This is an optimization exercise on Yosys and OpenROAD, whose aim is small area, a short achievable clock period and few clock cycles per item, not a production implementation.
The RTL was checked by simulation tests, not by an equivalence proof against the original design.
No activity file was given, so power comes from the tool's default toggle rates.

**flow/design.v**
```verilog
module sigbox (
    input  wire        clk,
    input  wire        rst,
    input  wire        acc_valid,
    output wire        acc_ready,
    input  wire [39:0] acc_addr,
    input  wire [15:0] acc_len,
    input  wire [1:0]  acc_kind,     
    input  wire [3:0]  acc_init,
    input  wire [1:0]  acc_pl,
    input  wire [31:0] acc_wdata,
    output reg         resp_valid,
    output reg         resp_allowed,
    output reg         resp_err,
    output wire [7:0]  resp_slot,
    output reg  [15:0] resp_part_len,
    output reg         resp_split,
    output reg  [31:0] resp_rdata,
    output reg  [3:0]  resp_evt
);
    localparam NSLOT = 39;           
    localparam LOGN  = 8;            
    function automatic is_reserved(input integer s);
        is_reserved = (s == 15) || (s == 31) || (s >= 39);
    endfunction
    function automatic [39:0] slot_base(input integer s);
        if (s <= 14)       slot_base = 40'h00_0000_0000 + 40'h1_0000 * s;
        else if (s == 16)  slot_base = 40'h00_000F_0000;
        else if (s == 17)  slot_base = 40'h01_0000_0000;
        else if (s == 18)  slot_base = 40'h01_0004_0000;
        else if (s == 19)  slot_base = 40'h01_0008_0000;
        else if (s == 20)  slot_base = 40'h01_0010_0000;
        else if (s == 21)  slot_base = 40'h01_0100_0000;
        else if (s == 22)  slot_base = 40'h01_0200_0000;
        else if (s == 23)  slot_base = 40'h01_0400_0000;
        else if (s == 24)  slot_base = 40'h01_0500_0000;
        else if (s == 25)  slot_base = 40'h01_0510_0000;
        else if (s == 26)  slot_base = 40'h02_0000_0000;
        else if (s == 27)  slot_base = 40'h10_0000_0000;
        else if (s == 28)  slot_base = 40'h04_0000_0000;
        else if (s == 29)  slot_base = 40'h04_0001_0000;
        else if (s == 30)  slot_base = 40'h04_0002_0000;
        else if (s >= 32 && s <= 38)
                           slot_base = 40'h03_0000_0000 + 40'h1_0000 * (s - 32);
        else               slot_base = 40'h0;
    endfunction
    function automatic [31:0] slot_size(input integer s);
        if (s <= 14 || s == 16) slot_size = 32'h0001_0000;
        else if (s == 17)  slot_size = 32'h0004_0000;
        else if (s == 18)  slot_size = 32'h0000_4000;
        else if (s == 19)  slot_size = 32'h0000_4000;
        else if (s == 20)  slot_size = 32'h0008_0000;
        else if (s == 21)  slot_size = 32'h0080_0000;
        else if (s == 22)  slot_size = 32'h0040_0000;
        else if (s == 23)  slot_size = 32'h0100_0000;
        else if (s == 24)  slot_size = 32'h0010_0000;
        else if (s == 25)  slot_size = 32'h0004_0000;
        else if (s == 26)  slot_size = 32'h1000_0000;
        else if (s == 27)  slot_size = 32'h1000_0000;
        else if (s == 28)  slot_size = 32'h0000_1000;
        else if (s == 29)  slot_size = 32'h0001_0000;
        else if (s == 30)  slot_size = 32'h0000_1000;
        else if (s >= 32 && s <= 38) slot_size = 32'h0001_0000;
        else               slot_size = 32'h0;
    endfunction
    localparam [2:0] NONE = 3'b000, R = 3'b001, RW = 3'b011, RX = 3'b101;
    function automatic [11:0] slot_ceil(input integer s);
        if (s <= 14)       slot_ceil = {RW,   NONE, RW,   RW};
        else if (s == 16)  slot_ceil = {RW,   NONE, RW,   NONE};
        else if (s == 17)  slot_ceil = {NONE, NONE, NONE, RX};
        else if (s == 18)  slot_ceil = {NONE, NONE, R,    RW};
        else if (s == 19)  slot_ceil = {NONE, NONE, NONE, R};
        else if (s == 20)  slot_ceil = {NONE, NONE, NONE, RW};
        else if (s == 21)  slot_ceil = {NONE, NONE, RX,   RW};
        else if (s == 22)  slot_ceil = {NONE, NONE, RW,   RW};
        else if (s == 23)  slot_ceil = {NONE, NONE, RW,   NONE};
        else if (s == 24)  slot_ceil = {NONE, NONE, R,    NONE};
        else if (s == 25)  slot_ceil = {NONE, NONE, RW,   RW};
        else if (s == 26)  slot_ceil = {NONE, NONE, RW,   RW};
        else if (s == 27)  slot_ceil = {NONE, NONE, RW,   NONE};
        else if (s == 28)  slot_ceil = {NONE, NONE, RW,   RW};
        else if (s == 29)  slot_ceil = {NONE, NONE, R,    RW};
        else if (s == 30)  slot_ceil = {NONE, NONE, RW,   NONE};
        else if (s >= 32 && s <= 38) slot_ceil = {NONE, RW, RW, NONE};
        else               slot_ceil = 12'h000;
    endfunction
    function automatic slot_hit(input [39:0] a, input integer s);
        slot_hit = !is_reserved(s) &&
                   ((a ^ slot_base(s)) & ~({8'h0, slot_size(s)} - 40'd1)) == 40'h0;
    endfunction
    function automatic [5:0] slot_of(input [39:0] a);
        integer s;
        begin
            slot_of = 6'h3F;
            for (s = 0; s < NSLOT; s = s + 1)
                if (slot_hit(a, s)) slot_of = s[5:0];
        end
    endfunction
    assign acc_ready = 1'b1;
    wire [23:0] in_blk = acc_addr[39:16];
    wire [15:0] in_off = acc_addr[15:0];
    reg         in_near;
    integer     s;
    always @(*) begin
        in_near = (in_blk == 24'hFF_FFFF);
        for (s = 0; s < NSLOT; s = s + 1)
            if (!is_reserved(s)) begin
                if (slot_size(s) >= 32'h1_0000 &&
                    {16'h0, in_blk} == (slot_base(s) + {8'h0, slot_size(s)}) / 40'h1_0000 - 40'd1)
                    in_near = 1'b1;
                if (slot_base(s) != 40'h0 && {16'h0, in_blk} == slot_base(s) / 40'h1_0000 - 40'd1)
                    in_near = 1'b1;
            end
    end
    wire        in_16k  = slot_hit(acc_addr, 18) || slot_hit(acc_addr, 19);
    wire        in_4k   = slot_hit(acc_addr, 28) || slot_hit(acc_addr, 30);
    wire [16:0] in_reach = {1'b0, in_off} + {1'b0, acc_len};
    wire        in_split = in_16k ? (in_reach > 17'h0_4000) :
                           in_4k  ? (in_reach > 17'h0_1000) :
                           in_near && (in_reach > 17'h1_0000);
    wire [15:0] in_end   = in_16k ? 16'h4000 : in_4k ? 16'h1000 : 16'h0000;
    wire [15:0] in_plen  = in_split ? in_end - in_off : acc_len;
    reg        a_v;
    reg [39:0] a_addr;
    reg [1:0]  a_kind;
    reg [3:0]  a_init;
    reg [1:0]  a_pl;
    reg [31:0] a_wdata;
    reg [5:0]  a_slot;
    reg        a_split;
    reg [15:0] a_plen;
    always @(posedge clk) begin
        if (rst)
            a_v <= 1'b0;
        else
            a_v <= acc_valid;
        a_addr  <= acc_addr;
        a_kind  <= acc_kind;
        a_init  <= acc_init;
        a_pl    <= acc_pl;
        a_wdata <= acc_wdata;
        a_slot  <= slot_of(acc_addr);
        a_split <= in_split;
        a_plen  <= in_plen;
    end
    wire [11:0] rule [0:63];         
    reg  [63:0] lock_q;
    reg  [5:0]  sel_q;
    reg  [31:0] gen_q;
    reg  [2:0]  err_q;               
    reg  [31:0] seq_q;               
    reg         full_q;              
    reg         nz_q;                
    reg [39:0] lg_addr   [0:LOGN-1];
    reg [15:0] lg_len    [0:LOGN-1];
    reg        lg_split  [0:LOGN-1];
    reg [3:0]  lg_init   [0:LOGN-1];
    reg [1:0]  lg_pl     [0:LOGN-1];
    reg [1:0]  lg_kind   [0:LOGN-1];
    reg [15:0] lg_repeat [0:LOGN-1];
    reg [31:0] lg_gen    [0:LOGN-1];
    wire [11:0] cur_rule = rule[a_slot];
    reg allowed;
    always @(*) begin
        case (a_kind)
            2'd0:    allowed = cur_rule[3*a_pl + 0];
            2'd1:    allowed = cur_rule[3*a_pl + 1];
            2'd2:    allowed = cur_rule[3*a_pl + 2];
            default: allowed = 1'b0;
        endcase
    end
    wire posted_write = (a_kind == 2'd1) && (a_init != 4'd4);
    wire host_read    = (a_kind == 2'd0) && (a_init == 4'd5);
    wire err          = !allowed && !posted_write && !host_read;
    wire        reg_hit  = a_v && allowed && (a_slot == 6'd12);
    wire        reg_rd   = reg_hit && (a_kind == 2'd0);
    wire        reg_wr   = reg_hit && (a_kind == 2'd1);
    wire        main_off = (a_addr[15:6] == 10'h0);
    wire        log_off  = (a_addr[15:8] == 8'h10);
    wire        sel_rsv  = is_reserved(sel_q);
    wire [11:0] sel_ceil = slot_ceil(sel_q);
    wire [11:0] sel_rule = rule[sel_q];
    wire        sel_lock = lock_q[sel_q];
    wire [11:0] new_rule = a_wdata[11:0];
    reg  [2:0]  rule_err;
    always @(*) begin
        if (sel_lock)
            rule_err = 3'h1;
        else if ((new_rule & ~sel_ceil) != 12'h000 || new_rule[2:0] != sel_ceil[2:0])
            rule_err = 3'h2;
        else if (a_pl == 2'd3 &&
                 (new_rule[8:3] != sel_rule[8:3] || (new_rule[11:9] & ~sel_rule[11:9]) != 3'b000))
            rule_err = 3'h3;
        else if (sel_rsv)
            rule_err = 3'h4;
        else
            rule_err = 3'h0;
    end
    wire rule_wr     = reg_wr && main_off && (a_addr[5:2] == 4'd1);
    wire rule_accept = rule_wr && (rule_err == 3'h0);
    wire rule_refuse = rule_wr && (rule_err != 3'h0);
    wire sel_wr      = reg_wr && main_off && (a_addr[5:2] == 4'd0);
    wire lock0_wr    = reg_wr && main_off && (a_addr[5:2] == 4'd8);
    wire lock1_wr    = reg_wr && main_off && (a_addr[5:2] == 4'd9);
    wire new_lock    = (lock0_wr && (a_wdata & ~lock_q[31:0])  != 32'h0) ||
                       (lock1_wr && (a_wdata & ~lock_q[63:32]) != 32'h0);
    wire st_rd       = reg_rd && main_off && (a_addr[5:2] == 4'd13);
    genvar gs, gb;
    generate
        for (gs = 0; gs < 64; gs = gs + 1) begin : g_rule
            for (gb = 0; gb < 12; gb = gb + 1) begin : g_bit
                localparam [11:0] CEIL = slot_ceil(gs);
                if (gb >= 3 && CEIL[gb]) begin : g_ff
                    reg q;
                    always @(posedge clk)
                        if (rst)
                            q <= 1'b1;
                        else if (rule_accept && sel_q == gs)
                            q <= new_rule[gb];
                    assign rule[gs][gb] = q;
                end else begin : g_const
                    assign rule[gs][gb] = CEIL[gb];
                end
            end
        end
    endgenerate
    wire       violation  = a_v && !allowed;
    wire       repeat_hit = nz_q &&
                            lg_init[0]  == a_init &&
                            lg_kind[0]  == a_kind &&
                            lg_split[0] == a_split &&
                            lg_addr[0]  == a_addr;
    wire       new_entry  = violation && !repeat_hit;
    wire       rep_inc    = violation && repeat_hit && (lg_repeat[0] != 16'hFFFF);
    integer k;
    always @(posedge clk) begin
        if (new_entry) begin
            lg_addr[0]  <= a_addr;
            lg_len[0]   <= a_plen;
            lg_split[0] <= a_split;
            lg_init[0]  <= a_init;
            lg_pl[0]    <= a_pl;
            lg_kind[0]  <= a_kind;
            lg_gen[0]   <= gen_q;
            for (k = 1; k < LOGN; k = k + 1) begin
                lg_addr[k]   <= lg_addr[k-1];
                lg_len[k]    <= lg_len[k-1];
                lg_split[k]  <= lg_split[k-1];
                lg_init[k]   <= lg_init[k-1];
                lg_pl[k]     <= lg_pl[k-1];
                lg_kind[k]   <= lg_kind[k-1];
                lg_repeat[k] <= lg_repeat[k-1];
                lg_gen[k]    <= lg_gen[k-1];
            end
        end
        if (new_entry)
            lg_repeat[0] <= 16'h0;
        else if (rep_inc)
            lg_repeat[0] <= lg_repeat[0] + 16'd1;
    end
    always @(posedge clk) begin
        if (rst) begin
            lock_q <= 64'h0;
            sel_q  <= 6'h0;
            gen_q  <= 32'h0;
            err_q  <= 3'h0;
            seq_q  <= 32'h0;
            full_q <= 1'b0;
            nz_q   <= 1'b0;
        end else begin
            if (sel_wr)
                sel_q <= a_wdata[5:0];
            if (rule_accept)
                gen_q <= gen_q + 32'd1;
            if (rule_refuse)
                err_q <= rule_err;
            else if (st_rd)
                err_q <= 3'h0;
            if (lock0_wr)
                lock_q[31:0]  <= lock_q[31:0]  | a_wdata;
            if (lock1_wr)
                lock_q[63:32] <= lock_q[63:32] | a_wdata;
            if (new_entry) begin
                seq_q <= seq_q + 32'd1;
                nz_q  <= ~&seq_q;
                if (seq_q[2:0] == 3'd7)
                    full_q <= 1'b1;
            end
        end
    end
    wire [2:0]  rd_ent  = a_addr[7:5];
    wire [2:0]  rd_pos  = seq_q[2:0] - 3'd1 - rd_ent;
    wire        rd_val  = full_q || (rd_ent < seq_q[2:0]);
    wire [39:0] r_addr  = lg_addr[rd_pos];
    wire [1:0]  r_kind  = lg_kind[rd_pos];
    wire [3:0]  r_init  = lg_init[rd_pos];
    wire        r_post  = (r_kind == 2'd1) && (r_init != 4'd4);
    wire [5:0]  r_slot  = slot_of(r_addr);
    wire [31:0] r_seq   = seq_q - {29'h0, rd_pos};
    reg [31:0] log_word;
    always @(*) begin
        case (a_addr[4:2])
            3'd2: log_word = r_addr[31:0];
            3'd3: log_word = {24'h0, r_addr[39:32]};
            3'd4: log_word = r_seq;
            3'd5: log_word = {4'h0, r_init, {2{&r_slot}}, r_slot, lg_len[rd_pos]};
            3'd6: log_word = {lg_repeat[rd_pos], 3'b000,
                              {1'b0, lg_split[rd_pos], r_post, r_kind}, 6'h00, lg_pl[rd_pos]};
            3'd7: log_word = lg_gen[rd_pos];
            default: log_word = 32'h0;    
        endcase
    end
    wire [39:0] sel_base = slot_base(sel_q);
    wire [31:0] sel_size = slot_size(sel_q);
    reg  [31:0] main_word;
    always @(*) begin
        case (a_addr[5:2])
            4'd0:  main_word = {26'h0, sel_q};
            4'd1:  main_word = sel_rsv ? 32'h0 : {sel_lock, 19'h0, sel_rule};
            4'd2:  main_word = {20'h0, sel_ceil};
            4'd4:  main_word = sel_base[31:0];
            4'd5:  main_word = {24'h0, sel_base[39:32]};
            4'd6:  main_word = sel_size;
            4'd8:  main_word = lock_q[31:0];
            4'd9:  main_word = lock_q[63:32];
            4'd10: main_word = gen_q;
            4'd12: main_word = gen_q;
            4'd13: main_word = {29'h0, err_q};
            4'd14: main_word = seq_q;
            default: main_word = 32'h0;
        endcase
    end
    reg [6:0] slot_q;
    assign resp_slot = {slot_q[6], slot_q};
    always @(posedge clk) begin
        if (rst)
            resp_valid <= 1'b0;
        else
            resp_valid <= a_v;
        resp_allowed  <= allowed;
        resp_err      <= err;
        slot_q        <= {&a_slot, a_slot};
        resp_part_len <= a_plen;
        resp_split    <= a_split;
        resp_evt      <= {new_lock, rule_refuse, rule_accept, new_entry};
        resp_rdata    <= (reg_rd && main_off) ? main_word :
                         (reg_rd && log_off && rd_val) ? log_word : 32'h0;
    end
endmodule
```
**flow/config.mk**
```make
export PLATFORM = sky130hd
export DESIGN_NAME = sigbox
export DESIGN_NICKNAME = sigbox
export VERILOG_FILES = /design/flow/design.v
export SDC_FILE = /design/flow/constraint.sdc
export NUM_CORES = 4
export LEC_CHECK = 0
export CAP_MARGIN = 20
export CORE_MARGIN = 2
export CORE_UTILIZATION = 40
export SLEW_MARGIN = 20
```
**flow/run.sh**
```bash
#!/bin/bash
# synth_recipe.tcl (not shown) runs the flow's synth.tcl, then flattens the netlist and writes it again
# the make line also repeats each setting of config.mk as NAME=value (left out here)
make -C /OpenROAD-flow-scripts/flow DESIGN_CONFIG=/design/flow/config.mk WORK_HOME=/design/flow/orfs CLKGATE_MAP_FILE= SYNTH_SCRIPT=/design/flow/synth_recipe.tcl finish
```
**flow/constraint.sdc**
```tcl
create_clock -name core_clock -period 13.0 [get_ports {clk}]
set_input_delay 2.6000 -clock core_clock [delete_from_list [all_inputs] [get_ports {clk}]]
set_output_delay 2.6000 -clock core_clock [all_outputs]
set_load 0.01 [all_outputs]
```
==> results of run 1 <==
[area by class of cell]
class | count | area [um2]
inverter | 104 | 398
antenna | 4 | 10.0
tap | 1903 | 2380
clock buffer | 201 | 4020
multi-input combinational | 3081 | 21100
fill | 12924 | 77400
sequential | 1321 | 35300
timing repair buffer | 260 | 2440
clock inverter | 64 | 722
[where the power goes]
part / total (mW) / switching (mW) / internal, mW
clock: 4.14 / 1.75 / 2.40
combinational: 1.05 / 0.720 / 0.328
sequential: 4.75 / 0.109 / 4.64
total: 9.94 / 2.57 / 7.37
[Yosys cell counts, types with 13 or more instances]
| cell | count |
|---|---|
| mux4_2 | 79 |
| nand2b_1 | 31 |
| a311oi_1 | 19 |
| and2_1 | 24 |
| a222oi_1 | 29 |
| o22ai_1 | 94 |
| a31oi_1 | 78 |
| a221oi_1 | 44 |
| nor2b_1 | 42 |
| a211oi_1 | 25 |
| a21oi_1 | 271 |
| nand4_1 | 72 |
| o211ai_1 | 27 |
| xnor2_1 | 58 |
| mux2i_1 | 196 |
| clkbuf_1 | 225 |
| buf_2 | 76 |
| nor2_1 | 443 |
| dfxtp_1 | 433 |
| nor3_1 | 79 |
| mux2_2 | 43 |
| ha_1 | 38 |
| nand3_1 | 171 |
| a22o_1 | 29 |
| a311o_1 | 14 |
| a22oi_1 | 100 |
| buf_1 | 34 |
| or4_1 | 35 |
| o21ai_0 | 131 |
| o221ai_1 | 13 |
| xor2_1 | 81 |
| o31ai_1 | 29 |
| edfxtp_1 | 888 |
| and3_1 | 64 |
| or3_1 | 28 |
| nor4b_1 | 19 |
| nor4_1 | 51 |
| nand2_1 | 358 |
| inv_1 | 101 |
[routing by layer]
| metal | GRT usage, % | up-vias | wire (um) |
|---|---|---|---|
| li1 | - | 18711 | - |
| met1 | 38.5 | 21516 | 85000 |
| met2 | 41.1 | 2404 | 91700 |
| met3 | 4.24 | 355 | 18100 |
| met4 | 9.51 | 2 | 7160 |
| met5 | 0 | - | 10 |
[stage by stage]
stage                     area, um2  hold slack [ns]  cells  power (mW)
after global routing          66400            0.438   6936        10.2
after floorplan               58100            0.326   4852        5.43
after global placement        61600            0.422   6669        5.86
after CTS                     66400            0.431   6934        9.98
final                         66400            0.424   6938        9.94
after detailed placement      61700            0.423   6669        5.87
[state kept, by name (all words and copies together) (netlist names), 7 cells and up]
| name | count |
|---|---|
| slot_q | 7 |
| a_wdata | 32 |
| lg_repeat | 128 |
| lg_pl | 16 |
| resp_rdata | 32 |
| lg_addr | 320 |
| a_plen | 16 |
| lg_split | 8 |
| resp_part_len | 16 |
| lg_len | 128 |
| lg_kind | 16 |
| gen_q | 32 |
| lock_q | 64 |
| lg_gen | 256 |
| lg_init | 32 |
| g_rule.g_bit.g_ff.q | 111 |
| seq_q | 32 |
| a_addr | 40 |
[critical path, stage by stage, from the launching register on]
cell	delay, ns
dfxtp_1	0.52
clkinv_1	0.42
ha_4	0.76
buf_4	0.57
buf_12	0.48
nand2b_1	0.46
nor2_2	0.21
buf_4	0.49
a22oi_1	0.13
a31oi_1	0.47
nor3_1	0.18
nand4_1	0.36
nor3_1	0.18
a2111oi_0	0.56
nand4bb_1	0.27
o221ai_1	0.27
[worst min-delay path by stage]
stage                                start          endpoint  slack (ns)  depth (start not counted)
final                        lg_len[6][15]     lg_len[7][15]        0.42                          0
after global routing         lg_len[6][15]     lg_len[7][15]        0.44                          0
after CTS                 lg_repeat[6][12]  lg_repeat[7][12]        0.43                          0
after detailed placement         a_slot[5]         slot_q[5]        0.42                          0
after global placement        lg_gen[3][4]      lg_gen[4][4]        0.42                          0
after floorplan                  a_slot[5]         slot_q[5]        0.33                          0
[cell families (layout without fill, tap and decap cells)]
kind of cell | Yosys count | after routing | synth area share (%)
AOI/OAI and AO/OA | 1044 | 1044 | 12.2
and+or+nand+nor | 1522 | 1522 | 13.2
adders and majority gates | 45 | 45 | 0.973
xor gates and xnor gates | 140 | 140 | 2.12
DFF | 1321 | 1321 | 60.8
buffers and inverters | 450 | 629 | 3.15
muxes | 329 | 329 | 7.58
other | 1 | 5 | 0.00645
==> results_dict.tcl, run 1 <==
set metrics [dict create \
    status "timing/DRC/antenna clean" \
    nets 5053 \
    cts_repair_resize_count 0 \
    first_global_vias 40259 \
    synth_top_area_share_pct 45.9 \
    cts_max_path_buffers 3 \
    path_class "reg -> reg" \
    synth_area_leaders "edfxtp_1, dfxtp_1, mux2i_1" \
    cts-hold-fix-buffers 0 \
    grt_max_degree 198 \
    htreeDepth 4 \
    die_area_um2 148000 \
    r2r_start "a_addr[5]" \
    reg2reg_depth 15 \
    fin_setup_tns_ns 0 \
    endpoint_kind "flip-flop" \
    antenna_left 0 \
    relSlewSlack_pct 17.2 \
    pre_cts_ws_ns 6.22 \
    wl_mm 202 \
    layout_setup_ws_ns 6.31 \
    fin_crit_ns 6.69 \
    rrSetupSlack_ns 6.31 \
    ir_drop_uv 108 \
    finalHoldViolations 0 \
    layout_common_cells "edfxtp_1, nor2_1, dfxtp_1, nand2_1, a21oi_1" \
    async_flop_share_pct 0 \
    start_util_pct 40.4 \
    clkLatencyLatePin_ns 0.79 \
    port_buffers 162 \
    die_w_um 385 \
    drc 0 \
    synth_fp_nets 4991 \
    path_max_fanout 110 \
    vias 42988 \
    post_synth_num_cell_types 106 \
    synth_area_um2 58100 \
    coreArea_um2 144000 \
    synth.yosys.seq_area_share_pct 60.8 \
    dr.pass1.iters 8 \
    yosysTopAreaCell "edfxtp_1" \
    fmax_ghz 0.149 \
    die-height_um 385 \
    cts_tree "done" \
    period_share_pct 51.5 \
    mostFrequentLayoutCell "edfxtp_1" \
    cts_root_buf "clkbuf_16" \
    rows 139 \
    cts_setup_buffers 0 \
    hpwlAfterDp_mm 138 \
    tightest_slew_ns 1.24 \
    rsz0062_at_grt "no" \
    grt_overflow 0 \
    cap_violations 0 \
    boundaryPins 164 \
    vias_per_cell 6.20 \
    critPathCapture "resp_rdata[22]" \
    syn_inst 4852 \
    yosys_warnings 9 \
    setup_violations 0 \
    utilization_pct 46.2 \
    grt_pass1_wl_mm 291 \
    cp-start-kind "flip-flop" \
    clk_pin_slew_worst_paths_ns 0.06 \
    synthToLayoutAreaGrowth_pct 14.3 \
    crit_arrival_ns 7.38 \
    track_usage_pct 26.8 \
    numClockSinks 1321 \
    hp-class "reg -> reg" \
    synth-edff-count 888 \
    p_leak_nw 22.6 \
    synth_ff_type "edfxtp_1" \
    pwr_density_cell_nw_per_um2 150 \
    gp_congestion 0.963 \
    drv_slew 0 \
    ys_ff_latch 1321 \
    numCtsBuffers 146 \
    wire_per_inst_um 29.1 \
    drt_iter0_drc 6748 \
    drive_above_1_share_pct 10.7 \
    postSynthAreaPerCell_um2 12.0 \
    antenna_found_initial 16 \
    required_ns 13.69 \
    timing.rr.end "resp_rdata[22]" \
    crit_start "a_addr[5]" \
    skew_ns 0.0296 \
]
Testbench counts, summed over its fixed seeds: cycles 32,016, items 32,000.
==> run 2: changes to the inputs <==
==> flow/flow/run.sh (new file) <==
#!/bin/bash
# Layout: the standard flow (standard.sh, unchanged synthesis), with
# timing repair aimed below the 13 ns clock period, a denser core and a
# clock tree built from smaller buffers. Each tool's output is in the ORFS
# logs under orfs/logs; make's own output goes to standard.log.
set -euo pipefail
bash standard.sh \
  SETUP_SLACK_MARGIN=8.0 \
  CORE_UTILIZATION=55 \
  "CTS_ARGS=-sink_clustering_enable -repair_clock_nets -dont_use_dummy_load -buf_list sky130_fd_sc_hd__clkbuf_8 -sink_clustering_size 25" \
  finish > standard.log 2>&1
==> flow/standard.sh (new file) <==
#!/bin/bash
# synth_recipe.tcl (not shown) runs the flow's synth.tcl, then flattens the netlist and writes it again
# the make line also repeats each setting of config.mk as NAME=value (left out here)
make -C /OpenROAD-flow-scripts/flow DESIGN_CONFIG=/design/flow/config.mk WORK_HOME=/design/flow/orfs CLKGATE_MAP_FILE= SYNTH_SCRIPT=/design/flow/synth_recipe.tcl "${@:-finish}"
removed: flow/run.sh
==> results_dict.tcl, run 2 <==
set metrics [dict create \
    status "timing/DRC/antenna clean" \
    min_from "a_plen[2]" \
    p_int_mw 6.44 \
    syn_inst 4852 \
    clkLatencyLatePin_ns 0.90 \
    pwr_density_cell_nw_per_um2 134 \
    power_frac_comb_pct 13.0 \
    synth_fp_nets 4991 \
    cts_max_path_buffers 3 \
    synth_ff_type "edfxtp_1" \
    drive_above_1_share_pct 14.0 \
    grt_overflow 0 \
    r2r_start "a_addr[5]" \
    cts_root_buf "clkbuf_8" \
    switchingPower_mw 2.37 \
    crit_start "acc_addr[2]" \
    path_max_fanout 8 \
    async_flop_share_pct 0 \
    synth.most_common_cell "edfxtp_1" \
    numCtsBuffers 210 \
    seqPwrFrac_pct 54.0 \
    pre_cts_ws_ns 6.37 \
    crit_arrival_ns 5.80 \
    drv_slew 0 \
    hpwlAfterDp_mm 130 \
    synth.yosys.seq_area_share_pct 60.8 \
    track_usage_pct 35.7 \
    fin_setup_tns_ns 0 \
    ys_ff_latch 1321 \
    coreArea_um2 105000 \
    die-height_um 329 \
    synth_area_leaders "edfxtp_1, dfxtp_1, mux2i_1" \
    skew_ns 0.0869 \
    synth-edff-count 888 \
    clk_pin_slew_worst_paths_ns 0.06 \
    vias_per_cell 6.77 \
    mostFrequentLayoutCell "edfxtp_1" \
    layout_common_cells "edfxtp_1, nor2_1, dfxtp_1, nand2_1, a21oi_1" \
    vias 43432 \
    fin_crit_ns 5.06 \
    largest_register_ffs 320 \
    period_share_pct 39.0 \
    p_leak_nw 22.7 \
    gp_congestion 0.968 \
    antenna_found_initial 14 \
    dr.pass1.iters 9 \
    finalHoldViolations 0 \
    synthTopCellsByCount "edfxtp_1, nor2_1, dfxtp_1, nand2_1, a21oi_1" \
    fin_cells 6415 \
    drc 0 \
    setup_violations 0 \
    ir_drop_uv 105 \
    boundaryPins 164 \
    cap_violations 0 \
    final_cell_area_um2 65600 \
    reg.largest.list "lg_addr: 320 flops, lg_gen: 256 flops" \
    cp-start-kind "input pin" \
    drt_iter0_drc 6512 \
    hold_ws_ns 0.353 \
    power_frac_clock_pct 33.1 \
    die_area_um2 108000 \
    fmax_ghz 0.197 \
    tightest_slew_ns 1.15 \
    start_util_pct 55.3 \
    nets 5163 \
    die_w_um 329 \
    required_ns 13.73 \
    hp-class "reg -> reg" \
    yosys_warnings 9 \
    layout_setup_ws_ns 7.94 \
    port_buffers 162 \
    placed_cells 6157 \
    endpoint_kind "flip-flop" \
    relSlewSlack_pct 22.3 \
    yosysTopAreaCell "edfxtp_1" \
    switching_share_pct 26.9 \
    wl_mm 197 \
    postSynthAreaPerCell_um2 12.0 \
    synthToLayoutAreaGrowth_pct 12.9 \
    numClockSinks 1321 \
    grt_pass1_wl_mm 282 \
    wire_per_inst_um 30.7 \
    rows 119 \
    antenna_left 0 \
    htreeDepth 4 \
    largest-register "lg_addr" \
    placed_cell_area_um2 61100 \
    cts_tree "done" \
    grt_max_degree 130 \
    rsz0062_at_grt "yes" \
    post_synth_num_cell_types 106 \
    synth_top_area_share_pct 45.9 \
    path_class "in -> reg" \
    first_global_vias 40862 \
    synth_area_um2 58100 \
]
==> run 2: changes by cell type in the layout (fill, tap and decap cells not counted), sizes merged, moves of 10 or more <==
cell,change
clkbuf,+20
inv,-10
clkdlybuf4s50,-41
clkinv,-34
bufinv,-11
buf,+41
dlymetal6s2s,+16
==> run 2: logic make-up (layout without fill, tap and decap cells) <==
family                     count (synthesis)  after routing  share of synthesized area [%]
other                                      1              3                        0.00645
adders and majority gates                 45             45                          0.973
buffers and inverters                    450            620                           3.15
and+or+nand+nor                         1522           1522                           13.2
DFF                                     1321           1321                           60.8
muxes                                    329            329                           7.58
AOI/OAI and AO/OA                       1044           1044                           12.2
xor gates and xnor gates                 140            140                           2.12
==> run 2: power by group through the flow <==
stage / sequential [mW] / combinational [mW] / clock [mW]
finish: 4.75 / 1.14 / 2.91
floorplan: 4.79 / 0.631 / 0
global placement: 4.83 / 1.01 / 0
global route: 4.76 / 1.19 / 3.11
detailed placement: 4.84 / 1.02 / 0
CTS: 4.75 / 1.10 / 2.95
==> run 2: cell type report <==
| type | count | area [um2] |
|---|---|---|
| Fill cell | 8344 | 39400 |
| Inverter | 104 | 419 |
| Timing Repair Buffer | 305 | 3180 |
| Clock buffer | 210 | 2890 |
| Multi-Input combinational cell | 3081 | 22000 |
| Tap cell | 1391 | 1740 |
| Antenna cell | 2 | 5.00 |
| Sequential cell | 1321 | 35400 |
| Timing Repair inverter | 1 | 8.76 |
==> run 2: worst paths after layout <==
path,to,slack [ns],depth (start not counted)
max,a_plen[11],7.94,15
min,resp_part_len[2],0.35,0
max reg2reg,resp_rdata[21],7.94,18
min reg2reg,resp_part_len[2],0.35,0
==> run 2: repair_timing <==
action                     in CTS  in global routing
buffers inserted               19                 18
setup endpoints to repair     737                563
hold buffers                    0                  0
resized for setup             148                125
cloned                          8                  1
pin swaps                      23                 28
==> run 2: metrics by stage <==
step | util (%) | power, mW
after CTS | 61.8 | 8.80
after floorplan | - | 5.42
after global placement | 58.2 | 5.85
final | 62.5 | 8.81
after detailed placement | 58.2 | 5.85
after global routing | 62.5 | 9.07
==> run 2: metal layers <==
layer  vias up  global-route usage (%)  wire (um)
met3       412                    8.17      22000
li1      18772                       -          -
met4         8                    12.8       7500
met5         -                       0         50
met1     21520                    51.3      80300
met2      2720                    53.2      87100
==> run 2: critical path, cell delays in order <==
cell and delay [ns]:
buf_2 0.16, ha_4 0.26, nor2b_2 0.15, o31a_1 0.30, buf_4 0.17, o21ai_4 0.21, buf_4 0.15, a21oi_1 0.06
nor2_1 0.17, xnor2_2 0.14, nor4_2 0.28, a31oi_2 0.15, a2111oi_4 0.44, buf_6 0.23, mux2_4 0.31
==> run 3: changes to the inputs <==
--- a/flow/design.v
+++ b/flow/design.v
@@ -96,6 +96,24 @@
                 if (slot_hit(a, s)) slot_of = s[5:0];
         end
     endfunction
+    wire [11:0] rule [0:63];         
+    reg  [63:0] lock_q;
+    reg  [5:0]  sel_q;
+    reg  [31:0] gen_q;
+    reg  [2:0]  err_q;               
+    reg  [31:0] seq_q;               
+    reg         full_q;              
+    reg         nz_q;                
+    reg [39:0] lg_addr   [0:LOGN-1];
+    reg [15:0] lg_len    [0:LOGN-1];
+    reg        lg_split  [0:LOGN-1];
+    reg [3:0]  lg_init   [0:LOGN-1];
+    reg [1:0]  lg_pl     [0:LOGN-1];
+    reg [1:0]  lg_kind   [0:LOGN-1];
+    reg [15:0] lg_repeat [0:LOGN-1];
+    reg [31:0] lg_gen    [0:LOGN-1];
+    reg        ne_q;                 
+    reg        acc_q;                
     assign acc_ready = 1'b1;
     wire [23:0] in_blk = acc_addr[39:16];
     wire [15:0] in_off = acc_addr[15:0];
@@ -118,57 +136,71 @@
     wire        in_split = in_16k ? (in_reach > 17'h0_4000) :
                            in_4k  ? (in_reach > 17'h0_1000) :
                            in_near && (in_reach > 17'h1_0000);
-    wire [15:0] in_end   = in_16k ? 16'h4000 : in_4k ? 16'h1000 : 16'h0000;
-    wire [15:0] in_plen  = in_split ? in_end - in_off : acc_len;
+    wire [5:0]  in_slot  = slot_of(acc_addr);
+    wire [11:0] in_rule  = rule[in_slot];
+    reg         in_allow, in_fwd_bit;
+    always @(*) begin
+        case (acc_kind)
+            2'd0:    in_allow = in_rule[3*acc_pl + 0];
+            2'd1:    in_allow = in_rule[3*acc_pl + 1];
+            2'd2:    in_allow = in_rule[3*acc_pl + 2];
+            default: in_allow = 1'b0;
+        endcase
+        case (acc_kind)
+            2'd0:    in_fwd_bit = a_wdata[3*acc_pl + 0];
+            2'd1:    in_fwd_bit = a_wdata[3*acc_pl + 1];
+            2'd2:    in_fwd_bit = a_wdata[3*acc_pl + 2];
+            default: in_fwd_bit = 1'b0;
+        endcase
+        if (acc_pl == 2'd0)
+            in_fwd_bit = in_allow;       
+    end
+    wire in_eq0 = acc_addr == lg_addr[0] && acc_init == lg_init[0] && acc_kind == lg_kind[0];
+    wire in_eqp = acc_addr == a_addr     && acc_init == a_init     && acc_kind == a_kind;
+    wire [2:0] in_ent  = acc_addr[7:5];
+    wire [2:0] in_pos  = seq_q[2:0] - 3'd1 - in_ent;
+    wire       in_val0 = full_q || (in_ent < seq_q[2:0]);
+    wire       in_val1 = full_q || (seq_q[2:0] == 3'd7) || (in_ent <= seq_q[2:0]);
     reg        a_v;
     reg [39:0] a_addr;
+    reg [15:0] a_len;
     reg [1:0]  a_kind;
     reg [3:0]  a_init;
     reg [1:0]  a_pl;
     reg [31:0] a_wdata;
     reg [5:0]  a_slot;
     reg        a_split;
-    reg [15:0] a_plen;
+    reg [1:0]  a_end;                
+    reg        a_allow, a_fwd_sel, a_fwd_bit;
+    reg        a_eq0, a_eqp;
+    reg [2:0]  a_pos;
+    reg        a_val0, a_val1;
     always @(posedge clk) begin
         if (rst)
             a_v <= 1'b0;
         else
             a_v <= acc_valid;
-        a_addr  <= acc_addr;
-        a_kind  <= acc_kind;
-        a_init  <= acc_init;
-        a_pl    <= acc_pl;
-        a_wdata <= acc_wdata;
-        a_slot  <= slot_of(acc_addr);
-        a_split <= in_split;
-        a_plen  <= in_plen;
-    end
-    wire [11:0] rule [0:63];         
-    reg  [63:0] lock_q;
-    reg  [5:0]  sel_q;
-    reg  [31:0] gen_q;
-    reg  [2:0]  err_q;               
-    reg  [31:0] seq_q;               
-    reg         full_q;              
-    reg         nz_q;                
-    reg [39:0] lg_addr   [0:LOGN-1];
-    reg [15:0] lg_len    [0:LOGN-1];
-    reg        lg_split  [0:LOGN-1];
-    reg [3:0]  lg_init   [0:LOGN-1];
-    reg [1:0]  lg_pl     [0:LOGN-1];
-    reg [1:0]  lg_kind   [0:LOGN-1];
-    reg [15:0] lg_repeat [0:LOGN-1];
-    reg [31:0] lg_gen    [0:LOGN-1];
-    wire [11:0] cur_rule = rule[a_slot];
-    reg allowed;
-    always @(*) begin
-        case (a_kind)
-            2'd0:    allowed = cur_rule[3*a_pl + 0];
-            2'd1:    allowed = cur_rule[3*a_pl + 1];
-            2'd2:    allowed = cur_rule[3*a_pl + 2];
-            default: allowed = 1'b0;
-        endcase
+        a_addr    <= acc_addr;
+        a_len     <= acc_len;
+        a_kind    <= acc_kind;
+        a_init    <= acc_init;
+        a_pl      <= acc_pl;
+        a_wdata   <= acc_wdata;
+        a_slot    <= in_slot;
+        a_split   <= in_split;
+        a_end     <= {in_16k, in_4k};
+        a_allow   <= in_allow;
+        a_fwd_sel <= (in_slot == sel_q);
+        a_fwd_bit <= in_fwd_bit;
+        a_eq0     <= in_eq0;
+        a_eqp     <= in_eqp;
+        a_pos     <= in_pos;
+        a_val0    <= in_val0;
+        a_val1    <= in_val1;
     end
+    wire allowed = (acc_q && a_fwd_sel) ? a_fwd_bit : a_allow;
+    wire [15:0] end_off  = a_end[1] ? 16'h4000 : a_end[0] ? 16'h1000 : 16'h0000;
+    wire [15:0] part_len = a_split ? end_off - a_addr[15:0] : a_len;
     wire posted_write = (a_kind == 2'd1) && (a_init != 4'd4);
     wire host_read    = (a_kind == 2'd0) && (a_init == 4'd5);
     wire err          = !allowed && !posted_write && !host_read;
@@ -225,18 +257,14 @@
         end
     endgenerate
     wire       violation  = a_v && !allowed;
-    wire       repeat_hit = nz_q &&
-                            lg_init[0]  == a_init &&
-                            lg_kind[0]  == a_kind &&
-                            lg_split[0] == a_split &&
-                            lg_addr[0]  == a_addr;
+    wire       repeat_hit = nz_q && (ne_q ? a_eqp : a_eq0) && (lg_split[0] == a_split);
     wire       new_entry  = violation && !repeat_hit;
     wire       rep_inc    = violation && repeat_hit && (lg_repeat[0] != 16'hFFFF);
     integer k;
     always @(posedge clk) begin
         if (new_entry) begin
             lg_addr[0]  <= a_addr;
-            lg_len[0]   <= a_plen;
+            lg_len[0]   <= part_len;
             lg_split[0] <= a_split;
             lg_init[0]  <= a_init;
             lg_pl[0]    <= a_pl;
@@ -267,6 +295,8 @@
             seq_q  <= 32'h0;
             full_q <= 1'b0;
             nz_q   <= 1'b0;
+            ne_q   <= 1'b0;
+            acc_q  <= 1'b0;
         end else begin
             if (sel_wr)
                 sel_q <= a_wdata[5:0];
@@ -286,11 +316,12 @@
                 if (seq_q[2:0] == 3'd7)
                     full_q <= 1'b1;
             end
+            ne_q  <= new_entry;
+            acc_q <= rule_accept;
         end
     end
-    wire [2:0]  rd_ent  = a_addr[7:5];
-    wire [2:0]  rd_pos  = seq_q[2:0] - 3'd1 - rd_ent;
-    wire        rd_val  = full_q || (rd_ent < seq_q[2:0]);
+    wire [2:0]  rd_pos  = a_pos + {2'b00, ne_q};
+    wire        rd_val  = ne_q ? a_val1 : a_val0;
     wire [39:0] r_addr  = lg_addr[rd_pos];
     wire [1:0]  r_kind  = lg_kind[rd_pos];
     wire [3:0]  r_init  = lg_init[rd_pos];
@@ -340,7 +371,7 @@
         resp_allowed  <= allowed;
         resp_err      <= err;
         slot_q        <= {&a_slot, a_slot};
-        resp_part_len <= a_plen;
+        resp_part_len <= part_len;
         resp_split    <= a_split;
         resp_evt      <= {new_lock, rule_refuse, rule_accept, new_entry};
         resp_rdata    <= (reg_rd && main_off) ? main_word :
==> flow/flow/run.sh (replaced) <==
#!/bin/bash
# Layout: the standard flow (standard.sh, with its synthesis unchanged),
# with timing repair aimed below the 13 ns clock period, a denser core, and a
# clock tree of fewer, larger clusters. The ORFS logs of each step are under
# orfs/logs; make's own output goes to standard.log.
set -euo pipefail
bash standard.sh \
  SETUP_SLACK_MARGIN=8.5 \
  CORE_UTILIZATION=55 \
  "CTS_ARGS=-sink_clustering_enable -repair_clock_nets -dont_use_dummy_load -buf_list sky130_fd_sc_hd__clkbuf_16 -sink_clustering_size 25 -sink_clustering_max_diameter 80" \
  finish > standard.log 2>&1
==> results_dict.tcl, run 3 <==
set metrics [dict create \
    boundaryPins 164 \
    grt_overflow 0 \
    fin_setup_tns_ns 0 \
    yosys.area_share.xor_xnor_pct 2.89 \
    fmax_ghz 0.202 \
    synth.yosys.seq_area_share_pct 60.5 \
    switchingPower_mw 2.41 \
    coreArea_um2 106000 \
    rrSetupSlack_ns 8.56 \
    ir_drop_uv 104 \
    power_frac_comb_pct 17.7 \
    ys_ff_latch 1335 \
    largest-register "lg_addr" \
    synth_compound_area_share_pct 11.5 \
    switching_share_pct 28.2 \
    drt_iter0_drc 6710 \
    placed_cell_area_um2 61800 \
    drc 0 \
    synthToLayoutAreaGrowth_pct 11.4 \
    synth_ff_type "edfxtp_1" \
    path_max_fanout 6 \
    final_cell_area_um2 65600 \
    first_global_vias 40193 \
    vias 43464 \
    nets 5087 \
    grt_max_degree 186 \
    syn_inst 4869 \
    dr.pass1.iters 9 \
    fillers 8394 \
    cp-start-kind "input pin" \
    pwr_density_cell_nw_per_um2 130 \
    cap_violations 0 \
    min_from "a_addr[22]" \
    mostFrequentLayoutCell "edfxtp_1" \
    cp_top_family "simple AND/OR/NAND/NOR gates" \
    gp_congestion 1.03 \
    synth_area_um2 58800 \
    synth.most_common_cell "edfxtp_1" \
    antenna_left 0 \
    clk_pin_slew_worst_paths_ns 0.10 \
    skew_ns 0.0669 \
    postSynthAreaPerCell_um2 12.1 \
    seqPwrFrac_pct 56.2 \
    cts_root_buf "clkbuf_16" \
    vias_per_cell 6.86 \
    synth_top_family_by_area "simple AND/OR/NAND/NOR gates" \
    async_flop_share_pct 0 \
    grt_pass1_wl_mm 287 \
    die_w_um 331 \
    yosys_warnings 9 \
    htreeDepth 3 \
    fin_crit_ns 4.96 \
    layout_common_cells "edfxtp_1, nor2_1, dfxtp_1, nand2_1, a21oi_1" \
    synth.area.mux_share_pct 8.71 \
    critical_path.most_common_cell "or4_4" \
    timing.rr.end "resp_rdata[12]" \
    die_area_um2 110000 \
    cp.buffers_inverters 3 \
    rows 119 \
    rsz0062_at_grt "yes" \
    required_ns 13.55 \
    worst_hold_path.endpoint "lg_addr[0][22]" \
    track_usage_pct 36.1 \
    whs_path_depth 0 \
    die-height_um 331 \
    hp-class "reg -> reg" \
    cts-hold-fix-buffers 0 \
    p_leak_nw 23.0 \
    antenna_found_initial 8 \
    hpwlAfterDp_mm 142 \
    drive_above_1_share_pct 13.5 \
    synthTopCellsByCount "edfxtp_1, nor2_1, dfxtp_1, nand2_1, a21oi_1" \
    path_class "in -> reg" \
    wire_per_inst_um 32.0 \
    period_share_pct 38.2 \
    power_frac_clock_pct 26.1 \
    relSlewSlack_pct 20.9 \
    largest_register_ffs 320 \
    cp_slowest_cell "or4_4" \
    r2r_start "ne_q" \
    tightest_slew_ns 1.18 \
    crit_path_max_incr_delay_ns 0.63 \
    cts_tree "done" \
    synth-edff-count 888 \
    synth_fp_nets 5010 \
    crit_chain "buf_8 > or4_4 > or4_4 > buf_4 > buf_6 > nor3_4 > nor3_2 > o221a_2 > or4_4 > mux2_4" \
    reg2reg_depth 9 \
    post_synth_num_cell_types 93 \
    crit_arrival_ns 5.51 \
    synth_area_leaders "edfxtp_1, dfxtp_1, mux4_2" \
    clkLatencyLatePin_ns 0.67 \
    drv_slew 0 \
    wl_mm 203 \
    start_util_pct 55.6 \
    port_buffers 162 \
    synth_top_area_share_pct 45.3 \
    finalHoldViolations 0 \
    numClockSinks 1335 \
    endpoint_kind "flip-flop" \
    setup_violations 0 \
    cts_max_path_buffers 3 \
    numCtsBuffers 67 \
    synth-simple-area-share_pct 12.6 \
    yosysTopAreaCell "edfxtp_1" \
    p_int_mw 6.12 \
    synthAdderAreaFrac_pct 0.932 \
    reg.largest.list "lg_addr: 320 flops, lg_gen: 256 flops" \
    status "timing/DRC/antenna clean" \
]
[run 3: how the worst max path moves through the flow]
| stage | startpoint | to | slack, ns | cells past startpoint |
|---|---|---|---|---|
| 6_report | acc_addr[28] | a_fwd_bit | 8.04 | 10 |
| 5_1_grt | acc_addr[28] | a_fwd_sel | 8.02 | 12 |
| 3_3_place_gp | acc_addr[29] | a_fwd_bit | 6.01 | 11 |
| 2_1_floorplan | acc_addr[32] | a_fwd_sel | 7.66 | 13 |
| 4_1_cts | acc_addr[30] | a_fwd_sel | 8.15 | 12 |
| 3_5_place_dp | acc_addr[29] | a_fwd_bit | 5.87 | 11 |
[run 3: layout make-up]
type                    count  area [um2]  share of cell area (%)
inverters                  78         330                   0.504
repair buffers            339        3520                    5.36
repair inverters            1        11.3                  0.0172
flip-flops and latches   1335       35600                    54.4
clock buffers              67        1680                    2.56
diodes                      5        12.5                  0.0191
multi-input cells        3124       22600                    34.5
well taps                1391        1740                    2.65
[run 3: power by group through the flow]
stage	Clock, mW	Combinational [mW]	Sequential [mW]
global placement	0	1.32	4.88
global route	2.40	1.57	4.81
finish	2.23	1.51	4.80
floorplan	0	0.805	4.84
CTS	2.27	1.42	4.79
detailed placement	0	1.33	4.89
[run 3: kinds of logic (layout without fill, tap and decap cells)]
group | after synthesis | count (layout)
AOI/OAI and AO/OA | 997 | 997
xor gates and xnor gates | 193 | 193
adders and majority gates | 42 | 42
buffers and inverters | 410 | 485
DFF | 1335 | 1335
muxes | 373 | 373
other | 1 | 6
and+or+nand+nor | 1518 | 1518
[run 3: worst reg2reg max path: cells and delay by family (launching register included)]
kind                       cells  cell delay (ns)
AOI/OAI and AO/OA              3             1.06
DFF                            1             0.37
adders and majority gates      2             0.56
muxes                          2             1.08
buffers and inverters          2             1.17
[run 3: metrics by stage]
stage	instances	power, mW	util [%]	hold WS (ns)	setup slack (ns)
after floorplan	4869	5.65	-	0.351	7.66
after global placement	6187	6.21	58.5	0.419	6.01
after detailed placement	6187	6.22	58.5	0.426	5.87
after CTS	6307	8.48	61.4	0.404	8.15
after global routing	6337	8.78	62.0	0.416	8.02
final	6340	8.53	62.0	0.411	8.04
[run 3: what timing repair did]
| action | in CTS | in global routing |
|---|---|---|
| gates cloned | 4 | 7 |
| pin swaps | 38 | 23 |
| buffers inserted | 49 | 21 |
| gates resized for setup | 416 | 69 |
| setup endpoints to repair | 281 | 200 |
| hold endpoints to repair | 0 | 0 |
[run 3: metal layers]
metal	global-route usage [%]	vias up	wire length, um	share of wire [%]
met5	0	-	23	0.011
met4	16.0	4	10700	5.3
li1	-	18642	-	-
met3	7.07	461	21900	11
met2	52.8	2663	87700	43
met1	52.4	21694	82700	41
Testbench counts of run 3, summed over its fixed seeds: cycles 32,016, items 32,000.
==> run 4: changes to the inputs <==
--- a/flow/design.v
+++ b/flow/design.v
@@ -115,8 +115,27 @@
     reg        ne_q;                 
     reg        acc_q;                
     assign acc_ready = 1'b1;
-    wire [23:0] in_blk = acc_addr[39:16];
-    wire [15:0] in_off = acc_addr[15:0];
+    reg        i_valid;
+    reg [39:0] i_addr;
+    reg [15:0] i_len;
+    reg [1:0]  i_kind;
+    reg [3:0]  i_init;
+    reg [1:0]  i_pl;
+    reg [31:0] i_wdata;
+    always @(posedge clk) begin
+        if (rst)
+            i_valid <= 1'b0;
+        else
+            i_valid <= acc_valid;
+        i_addr  <= acc_addr;
+        i_len   <= acc_len;
+        i_kind  <= acc_kind;
+        i_init  <= acc_init;
+        i_pl    <= acc_pl;
+        i_wdata <= acc_wdata;
+    end
+    wire [23:0] in_blk = i_addr[39:16];
+    wire [15:0] in_off = i_addr[15:0];
     reg         in_near;
     integer     s;
     always @(*) begin
@@ -130,34 +149,34 @@
                     in_near = 1'b1;
             end
     end
-    wire        in_16k  = slot_hit(acc_addr, 18) || slot_hit(acc_addr, 19);
-    wire        in_4k   = slot_hit(acc_addr, 28) || slot_hit(acc_addr, 30);
-    wire [16:0] in_reach = {1'b0, in_off} + {1'b0, acc_len};
+    wire        in_16k  = slot_hit(i_addr, 18) || slot_hit(i_addr, 19);
+    wire        in_4k   = slot_hit(i_addr, 28) || slot_hit(i_addr, 30);
+    wire [16:0] in_reach = {1'b0, in_off} + {1'b0, i_len};
     wire        in_split = in_16k ? (in_reach > 17'h0_4000) :
                            in_4k  ? (in_reach > 17'h0_1000) :
                            in_near && (in_reach > 17'h1_0000);
-    wire [5:0]  in_slot  = slot_of(acc_addr);
+    wire [5:0]  in_slot  = slot_of(i_addr);
     wire [11:0] in_rule  = rule[in_slot];
     reg         in_allow, in_fwd_bit;
     always @(*) begin
-        case (acc_kind)
-            2'd0:    in_allow = in_rule[3*acc_pl + 0];
-            2'd1:    in_allow = in_rule[3*acc_pl + 1];
-            2'd2:    in_allow = in_rule[3*acc_pl + 2];
+        case (i_kind)
+            2'd0:    in_allow = in_rule[3*i_pl + 0];
+            2'd1:    in_allow = in_rule[3*i_pl + 1];
+            2'd2:    in_allow = in_rule[3*i_pl + 2];
             default: in_allow = 1'b0;
         endcase
-        case (acc_kind)
-            2'd0:    in_fwd_bit = a_wdata[3*acc_pl + 0];
-            2'd1:    in_fwd_bit = a_wdata[3*acc_pl + 1];
-            2'd2:    in_fwd_bit = a_wdata[3*acc_pl + 2];
+        case (i_kind)
+            2'd0:    in_fwd_bit = a_wdata[3*i_pl + 0];
+            2'd1:    in_fwd_bit = a_wdata[3*i_pl + 1];
+            2'd2:    in_fwd_bit = a_wdata[3*i_pl + 2];
             default: in_fwd_bit = 1'b0;
         endcase
-        if (acc_pl == 2'd0)
+        if (i_pl == 2'd0)
             in_fwd_bit = in_allow;       
     end
-    wire in_eq0 = acc_addr == lg_addr[0] && acc_init == lg_init[0] && acc_kind == lg_kind[0];
-    wire in_eqp = acc_addr == a_addr     && acc_init == a_init     && acc_kind == a_kind;
-    wire [2:0] in_ent  = acc_addr[7:5];
+    wire in_eq0 = i_addr == lg_addr[0] && i_init == lg_init[0] && i_kind == lg_kind[0];
+    wire in_eqp = i_addr == a_addr     && i_init == a_init     && i_kind == a_kind;
+    wire [2:0] in_ent  = i_addr[7:5];
     wire [2:0] in_pos  = seq_q[2:0] - 3'd1 - in_ent;
     wire       in_val0 = full_q || (in_ent < seq_q[2:0]);
     wire       in_val1 = full_q || (seq_q[2:0] == 3'd7) || (in_ent <= seq_q[2:0]);
@@ -179,13 +198,13 @@
         if (rst)
             a_v <= 1'b0;
         else
-            a_v <= acc_valid;
-        a_addr    <= acc_addr;
-        a_len     <= acc_len;
-        a_kind    <= acc_kind;
-        a_init    <= acc_init;
-        a_pl      <= acc_pl;
-        a_wdata   <= acc_wdata;
+            a_v <= i_valid;
+        a_addr    <= i_addr;
+        a_len     <= i_len;
+        a_kind    <= i_kind;
+        a_init    <= i_init;
+        a_pl      <= i_pl;
+        a_wdata   <= i_wdata;
         a_slot    <= in_slot;
         a_split   <= in_split;
         a_end     <= {in_16k, in_4k};
--- a/flow/flow/run.sh
+++ b/flow/flow/run.sh
@@ -5,7 +5,7 @@
 # orfs/logs; make's own output goes to standard.log.
 set -euo pipefail
 bash standard.sh \
-  SETUP_SLACK_MARGIN=8.5 \
+  SETUP_SLACK_MARGIN=9.0 \
   CORE_UTILIZATION=55 \
   "CTS_ARGS=-sink_clustering_enable -repair_clock_nets -dont_use_dummy_load -buf_list sky130_fd_sc_hd__clkbuf_16 -sink_clustering_size 25 -sink_clustering_max_diameter 80" \
   finish > standard.log 2>&1
==> results_dict.tcl, run 4 <==
set metrics [dict create \
    clkLatencyLatePin_ns 0.72 \
    min_from "i_wdata[6]" \
    pwr_density_cell_nw_per_um2 121 \
    switching_share_pct 26.1 \
    drive_above_1_share_pct 14.1 \
    grt_max_degree 188 \
    switchingPower_mw 2.19 \
    rsz0062_at_grt "yes" \
    synth.yosys.seq_area_share_pct 61.4 \
    finalHoldViolations 0 \
    mostFrequentLayoutCell "edfxtp_1" \
    totalPowerFinal_mw 8.39 \
    seqPwrFrac_pct 58.7 \
    fin_setup_tns_ns 0 \
    whs_path_depth 0 \
    power_frac_clock_pct 28.5 \
    antenna_found_initial 12 \
    power_frac_comb_pct 12.8 \
    port_buffers 162 \
    grt_overflow 0 \
    synthTopCellsByCount "edfxtp_1, dfxtp_1, nor2_1, nand2_1, a21oi_1" \
    cp-start-kind "flip-flop" \
    cts-hold-fix-buffers 0 \
    pre_cts_ws_ns 7.38 \
    yosysTopAreaCell "edfxtp_1" \
    boundaryPins 164 \
    crit_arrival_ns 4.65 \
    die-height_um 337 \
    vias_per_cell 6.94 \
    worst_hold_path.endpoint "a_wdata[6]" \
    vias 46665 \
    period_share_pct 32.0 \
    crit_chain "buf_6 > buf_16 > nor3b_4 > a32oi_2 > o221ai_2 > xnor2_1 > a2111oi_2 > o211ai_1 > buf_4 > o41ai_4 > nand4_1 > buf_12 > buf_4 > buf_12 > o31ai_1 > nand3_1" \
    start_util_pct 55.3 \
    setup_violations 0 \
    status "timing/DRC/antenna clean" \
    cts_max_path_buffers 3 \
    crit_path_max_incr_delay_ns 0.48 \
    yosys_warnings 9 \
    antenna_left 0 \
    first_global_vias 42925 \
    fin_cells 6721 \
    wl_mm 226 \
    gp_congestion 1.05 \
    ir_drop_uv 127 \
    synth_ff_type "edfxtp_1" \
    wire_per_inst_um 33.6 \
    utilization_pct 62.9 \
    grt_pass1_wl_mm 316 \
    cts_tree "done" \
    synthToLayoutAreaGrowth_pct 13.7 \
    synth_fp_nets 5249 \
    cp_top_family "compound AO/OA/AOI/OAI gates" \
    required_ns 13.49 \
    relSlewSlack_pct 5.71 \
    rows 122 \
    cp_slowest_cell "o41ai_4" \
    largest_register_ffs 320 \
    fin_crit_ns 4.16 \
    reg2reg_depth 16 \
    synth.most_common_cell "edfxtp_1" \
    numCtsBuffers 71 \
    die_area_um2 114000 \
    drt_iter0_drc 7555 \
    fmax_ghz 0.241 \
    post_synth_num_cell_types 101 \
    hpwlAfterDp_mm 152 \
    dr.pass1.iters 10 \
    synth-edff-count 888 \
    synth_top_area_share_pct 43.6 \
    placed_cells 6511 \
    ys_ff_latch 1432 \
    drc 0 \
    track_usage_pct 38.6 \
    fillers 8782 \
    path_class "reg -> reg" \
    endpoint_kind "flip-flop" \
    tightest_slew_ns 1.41 \
    cp.buffers_inverters 6 \
    reg.largest.list "lg_addr: 320 flops, lg_gen: 256 flops" \
    p_leak_nw 23.9 \
    async_flop_share_pct 0 \
    cts_root_buf "clkbuf_16" \
    clk_pin_slew_worst_paths_ns 0.09 \
    nets 5368 \
    coreArea_um2 111000 \
    numClockSinks 1432 \
    r2r_start "sel_q[4]" \
    timing.rr.end "g_rule[18].g_bit[3].g_ff.q" \
    cap_violations 0 \
    die_w_um 337 \
    synth_area_um2 61200 \
    rrSetupSlack_ns 8.84 \
    skew_ns 0.0818 \
    cp.depth 16 \
    htreeDepth 3 \
    layout_common_cells "edfxtp_1, dfxtp_1, nor2_1, nand2_1, a21oi_1" \
    synth_area_leaders "edfxtp_1, dfxtp_1, mux2i_1" \
    p_int_mw 6.20 \
    largest-register "lg_addr" \
    postSynthAreaPerCell_um2 12.0 \
    path_max_fanout 6 \
    syn_inst 5109 \
    drv_slew 0 \
    hp-class "reg -> reg" \
    layout_setup_ws_ns 8.84 \
]
-- run 4: cell types whose count changed in the layout (fill, tap and decap cells not counted), moves of 19 or more --
| cell | previous run | this run |
|---|---|---|
| nand2_1 | 326 | 371 |
| nand3_1 | 135 | 159 |
| nor2b_1 | 59 | 23 |
| mux4_2 | 104 | 81 |
| dfxtp_1 | 439 | 511 |
| a21oi_1 | 281 | 300 |
| mux2_2 | 60 | 32 |
| o211ai_1 | 16 | 38 |
| dlygate4sd2_1 | 15 | 52 |
| and3_1 | 69 | 45 |
-- run 4: metrics by stage --
| step | hold WS, ns | cell area, um2 |
|---|---|---|
| final | 0.326 | 69500 |
| after global routing | 0.338 | 69500 |
| after CTS | 0.328 | 68300 |
| after detailed placement | 0.312 | 64300 |
| after global placement | 0.310 | 64300 |
| after floorplan | 0.310 | 61400 |
-- run 4: cell families (layout without fill, tap and decap cells) --
kind of cell,Yosys count,in the layout,share of synthesized area [%]
compound gates,1107,1107,12.2
xor+xnor,196,196,2.81
fa+ha+maj,42,42,0.892
buf+inv,443,559,2.94
flops,1432,1432,61.4
mux,329,329,7.11
other cells,1,8,0.00613
simple gates,1559,1560,12.6
-- run 4: power by group through the flow --
stage	Clock, mW	Sequential [mW]	Combinational (mW)
3_5_place_dp	0	5.04	0.905
6_report	2.39	4.93	1.07
5_1_grt	2.56	4.93	1.11
4_1_cts	2.41	4.93	0.997
3_3_place_gp	0	5.03	0.902
2_1_floorplan	0	5.00	0.551
-- run 4: layout make-up --
cell class	count	area [um2]	area share, %
Antenna cell	7	17.5	0.0252
Clock buffer	71	1780	2.56
Inverter	97	410	0.590
Multi-Input combinational cell	3235	23300	33.6
Sequential cell	1432	37600	54.1
Tap cell	1488	1860	2.68
Timing Repair Buffer	390	4460	6.41
Timing Repair inverter	1	11.3	0.0162
-- run 4: how the worst max path moves through the flow --
stage                                 endpoint     start  slack [ns]
finish              g_rule[18].g_bit[3].g_ff.q  sel_q[4]        8.84
global route                          gen_q[9]  sel_q[4]        8.79
CTS                                  gen_q[23]  sel_q[4]        8.92
detailed placement              resp_rdata[22]      ne_q        7.38
global placement                resp_rdata[22]      ne_q        7.26
floorplan                       resp_rdata[31]      ne_q        8.86
-- run 4: layer usage --
layer | global-route usage, % | vias to the layer above | share of wire (%)
met1 | 53.7 | 23067 | 38
met2 | 57.1 | 3325 | 43
li1 | - | 19609 | -
met5 | 0 | - | 0.019
met4 | 19.8 | 6 | 6.4
met3 | 8.47 | 658 | 12
-- run 4: repair_timing --
action / 4_1_cts / 5_1_grt
hold endpoints to repair: 0 / 0
gates cloned: 27 / 6
setup buffers: 61 / 38
pin swaps: 52 / 60
resized for setup: 313 / 180
setup endpoints to repair: 891 / 348
Testbench counts of run 4, summed over its fixed seeds: cycles 32,024, items 32,000.
==> run 5: changes to the inputs <==
--- a/flow/design.v
+++ b/flow/design.v
@@ -104,6 +104,8 @@
     reg  [31:0] seq_q;               
     reg         full_q;              
     reg         nz_q;                
+    reg  [11:3] sr_q;                
+    reg         sl_q;                
     reg [39:0] lg_addr   [0:LOGN-1];
     reg [15:0] lg_len    [0:LOGN-1];
     reg        lg_split  [0:LOGN-1];
@@ -230,8 +232,8 @@
     wire        log_off  = (a_addr[15:8] == 8'h10);
     wire        sel_rsv  = is_reserved(sel_q);
     wire [11:0] sel_ceil = slot_ceil(sel_q);
-    wire [11:0] sel_rule = rule[sel_q];
-    wire        sel_lock = lock_q[sel_q];
+    wire [11:0] sel_rule = {sr_q, sel_ceil[2:0]};
+    wire        sel_lock = sl_q;
     wire [11:0] new_rule = a_wdata[11:0];
     reg  [2:0]  rule_err;
     always @(*) begin
@@ -305,6 +307,8 @@
         else if (rep_inc)
             lg_repeat[0] <= lg_repeat[0] + 16'd1;
     end
+    localparam [11:0] CEIL0 = slot_ceil(0);
+    wire [11:0] new_sel_rule = rule[a_wdata[5:0]];
     always @(posedge clk) begin
         if (rst) begin
             lock_q <= 64'h0;
@@ -316,9 +320,17 @@
             nz_q   <= 1'b0;
             ne_q   <= 1'b0;
             acc_q  <= 1'b0;
+            sr_q   <= CEIL0[11:3];
+            sl_q   <= 1'b0;
         end else begin
-            if (sel_wr)
+            if (sel_wr) begin
                 sel_q <= a_wdata[5:0];
+                sr_q  <= new_sel_rule[11:3];
+                sl_q  <= lock_q[a_wdata[5:0]];
+            end else if (rule_accept)
+                sr_q  <= new_rule[11:3];
+            if ((lock0_wr && !sel_q[5]) || (lock1_wr && sel_q[5]))
+                sl_q  <= sl_q | a_wdata[sel_q[4:0]];
             if (rule_accept)
                 gen_q <= gen_q + 32'd1;
             if (rule_refuse)
==> flow/flow/run.sh (replaced) <==
#!/bin/bash
# Layout: the standard flow (standard.sh, with its synthesis unchanged),
# with timing repair aimed below the 13 ns clock period, a denser core, plain
# buffers on the ports, and a clock tree of fewer, larger clusters. The ORFS
# logs of each step are under orfs/logs; make's own output goes to
# standard.log.
set -euo pipefail
bash standard.sh \
  SETUP_SLACK_MARGIN=9.2 \
  CORE_UTILIZATION=65 \
  "BUFFER_PORTS_ARGS=-buffer_cell sky130_fd_sc_hd__buf_2" \
  "CTS_ARGS=-sink_clustering_enable -repair_clock_nets -dont_use_dummy_load -buf_list sky130_fd_sc_hd__clkbuf_16 -sink_clustering_size 25 -sink_clustering_max_diameter 80" \
  finish > standard.log 2>&1
==> results_dict.tcl, run 5 <==
set metrics [dict create \
    rsz0062_at_grt "yes" \
    relSlewSlack_pct 13.6 \
    switchingPower_mw 2.28 \
    ir_drop_uv 136 \
    totalPowerFinal_mw 8.61 \
    synth.most_common_cell "edfxtp_1" \
    track_usage_pct 43.1 \
    hpwlAfterDp_mm 140 \
    r2r_start "ne_q" \
    pre_cts_ws_ns 7.09 \
    synth_area_leaders "edfxtp_1, dfxtp_1, mux2i_1" \
    cap_violations 0 \
    cp-start-kind "flip-flop" \
    die-height_um 312 \
    drv_slew 0 \
    wire_per_inst_um 32.4 \
    cts_max_path_buffers 3 \
    required_ns 13.50 \
    seqPwrFrac_pct 57.6 \
    crit_arrival_ns 4.48 \
    antenna_left 0 \
    synth_ff_type "edfxtp_1" \
    largest-register "lg_addr" \
    tightest_slew_ns 1.28 \
    postSynthAreaPerCell_um2 11.8 \
    first_global_vias 44574 \
    fin_setup_tns_ns 0 \
    finalHoldViolations 0 \
    rrSetupSlack_ns 9.02 \
    post_synth_num_cell_types 98 \
    min_from "i_wdata[4]" \
    hp-class "reg -> reg" \
    drt_iter0_drc 8499 \
    synth_area_um2 61600 \
    status "timing/DRC/antenna clean" \
    largest_register_ffs 320 \
    synth.yosys.seq_area_share_pct 61.3 \
    async_flop_share_pct 0 \
    grt_pass1_wl_mm 307 \
    die_w_um 312 \
    layout_common_cells "edfxtp_1, dfxtp_1, nand2_1, nor2_1, a21oi_1" \
    setup_violations 0 \
    endpoint_kind "flip-flop" \
    period_share_pct 30.6 \
    syn_inst 5238 \
    ys_ff_latch 1442 \
    p_int_mw 6.34 \
    pwr_density_cell_nw_per_um2 123 \
    reg.largest.list "lg_addr: 320 flops, lg_gen: 256 flops" \
    reg2reg_depth 14 \
    drc 0 \
    grt_overflow 0 \
    gp_congestion 0.999 \
    synthToLayoutAreaGrowth_pct 14.2 \
    path_max_fanout 7 \
    cts_root_buf "clkbuf_16" \
    port_buffers 162 \
    cts-hold-fix-buffers 0 \
    cts_tree "done" \
    timing.rr.end "resp_rdata[27]" \
    skew_ns 0.0672 \
    power_frac_clock_pct 27.7 \
    synth-edff-count 888 \
    grt_max_degree 196 \
    die_area_um2 97200 \
    antenna_found_initial 9 \
    boundaryPins 164 \
    numCtsBuffers 71 \
    p_leak_nw 24.9 \
    synth_fp_nets 5378 \
    htreeDepth 3 \
    fmax_ghz 0.251 \
    fin_crit_ns 3.98 \
    synthTopCellsByCount "edfxtp_1, dfxtp_1, nand2_1, nor2_1, a21oi_1" \
    clkLatencyLatePin_ns 0.70 \
    vias_per_cell 7.21 \
    path_class "reg -> reg" \
    yosys_warnings 9 \
    fillers 6078 \
    yosysTopAreaCell "edfxtp_1" \
    utilization_pct 75.1 \
    wl_mm 217 \
    worst_hold_path.endpoint "a_wdata[4]" \
    switching_share_pct 26.4 \
    whs_path_depth 0 \
    rows 112 \
    clk_pin_slew_worst_paths_ns 0.09 \
    mostFrequentLayoutCell "edfxtp_1" \
    diodes 0 \
    drive_above_1_share_pct 17.5 \
    power_frac_comb_pct 14.7 \
    coreArea_um2 93600 \
    layout_setup_ws_ns 9.02 \
    start_util_pct 65.8 \
    nets 5576 \
    numClockSinks 1442 \
    vias 48231 \
    dr.pass1.iters 9 \
    synth_top_area_share_pct 43.3 \
]
-- run 5: changes by cell type after synthesis, moves of 21 or more --
cell / change
nand2_1: +137
o21ai_0: +85
mux2i_1: +84
nor2_1: -77
a22oi_1: -46
o31ai_1: -27
nor3_1: +24
mux4_2: -22
nand4_1: -22
o211ai_1: -21
o22ai_1: +21
-- run 5: logic make-up after synthesis --
kind of cell,share of synthesized area [%]
compound gates,12.0
xor+xnor,2.97
fa+ha+maj,0.903
buf+inv,2.86
flops,61.3
mux,7.64
other cells,0.00609
simple gates,12.3
-- run 5: layout make-up --
class,count,area [um2],share of cell area [%]
flip-flops and latches,1442,37900,53.9
multi-input cells,3358,23800,33.9
repair buffers,472,4850,6.90
clock buffers,71,1780,2.53
well taps,1254,1570,2.23
inverters,88,387,0.550
repair inverters,3,33.8,0.0481
-- run 5: worst max path at each step --
| stage | from | to | cells after the start |
|---|---|---|---|
| after floorplan | ne_q | resp_rdata[23] | 21 |
| after global placement | ne_q | resp_rdata[23] | 14 |
| after detailed placement | ne_q | resp_rdata[22] | 14 |
| after CTS | sel_q[2] | g_rule[3].g_bit[9].g_ff.q | 18 |
| after global routing | gen_q[3] | gen_q[30] | 9 |
| final | ne_q | resp_rdata[27] | 14 |
-- run 5: power groups by stage --
| stage | logic, mW | registers, mW | clock network (mW) |
|---|---|---|---|
| 4_1_cts | 1.15 | 4.96 | 2.38 |
| 2_1_floorplan | 0.602 | 5.04 | 0 |
| 5_1_grt | 1.29 | 4.97 | 2.53 |
| 6_report | 1.26 | 4.96 | 2.39 |
| 3_5_place_dp | 0.921 | 5.07 | 0 |
| 3_3_place_gp | 0.911 | 5.06 | 0 |
-- run 5: repair_timing --
item | CTS | global route
endpoints found under the setup margin | 608 | 355
buffers inserted | 127 | 59
pin swaps | 88 | 96
gates resized for setup | 310 | 162
gates cloned | 35 | 6
hold endpoints to repair | 0 | 0
-- run 5: stage by stage --
| stage | instance area, um2 | hold slack [ns] | instances |
|---|---|---|---|
| 6_report | 70300 | 0.327 | 6688 |
| 5_1_grt | 70300 | 0.338 | 6688 |
| 4_1_cts | 68900 | 0.328 | 6622 |
| 3_5_place_dp | 63700 | 0.312 | 6389 |
| 3_3_place_gp | 63700 | 0.310 | 6388 |
| 2_1_floorplan | 62200 | 0.310 | 5238 |
-- run 5: critical path: stages (launching register included) --
cell	delay, ns
dfxtp_4	0.38
ha_4	0.16
ha_4	0.36
inv_8	0.07
buf_16	0.16
ha_4	0.22
nor2b_4	0.13
o21ai_4	0.21
nand4_1	0.20
or3_4	0.40
nor2_4	0.13
nand3b_1	0.13
xnor2_2	0.23
a222oi_1	0.85
o22ai_1	0.17
-- run 5: per-layer routing --
layer	global-route usage, %	share of wire, %	vias to the layer above	wire length [um]
li1	-	-	20041	-
met1	57.5	35	23314	76200
met2	63.3	43	4016	93100
met3	12.5	14	848	30800
met4	25.0	7.7	12	16800
met5	0	0.038	-	82
Testbench counts of run 5, summed over its fixed seeds: cycles 32,024, items 32,000.
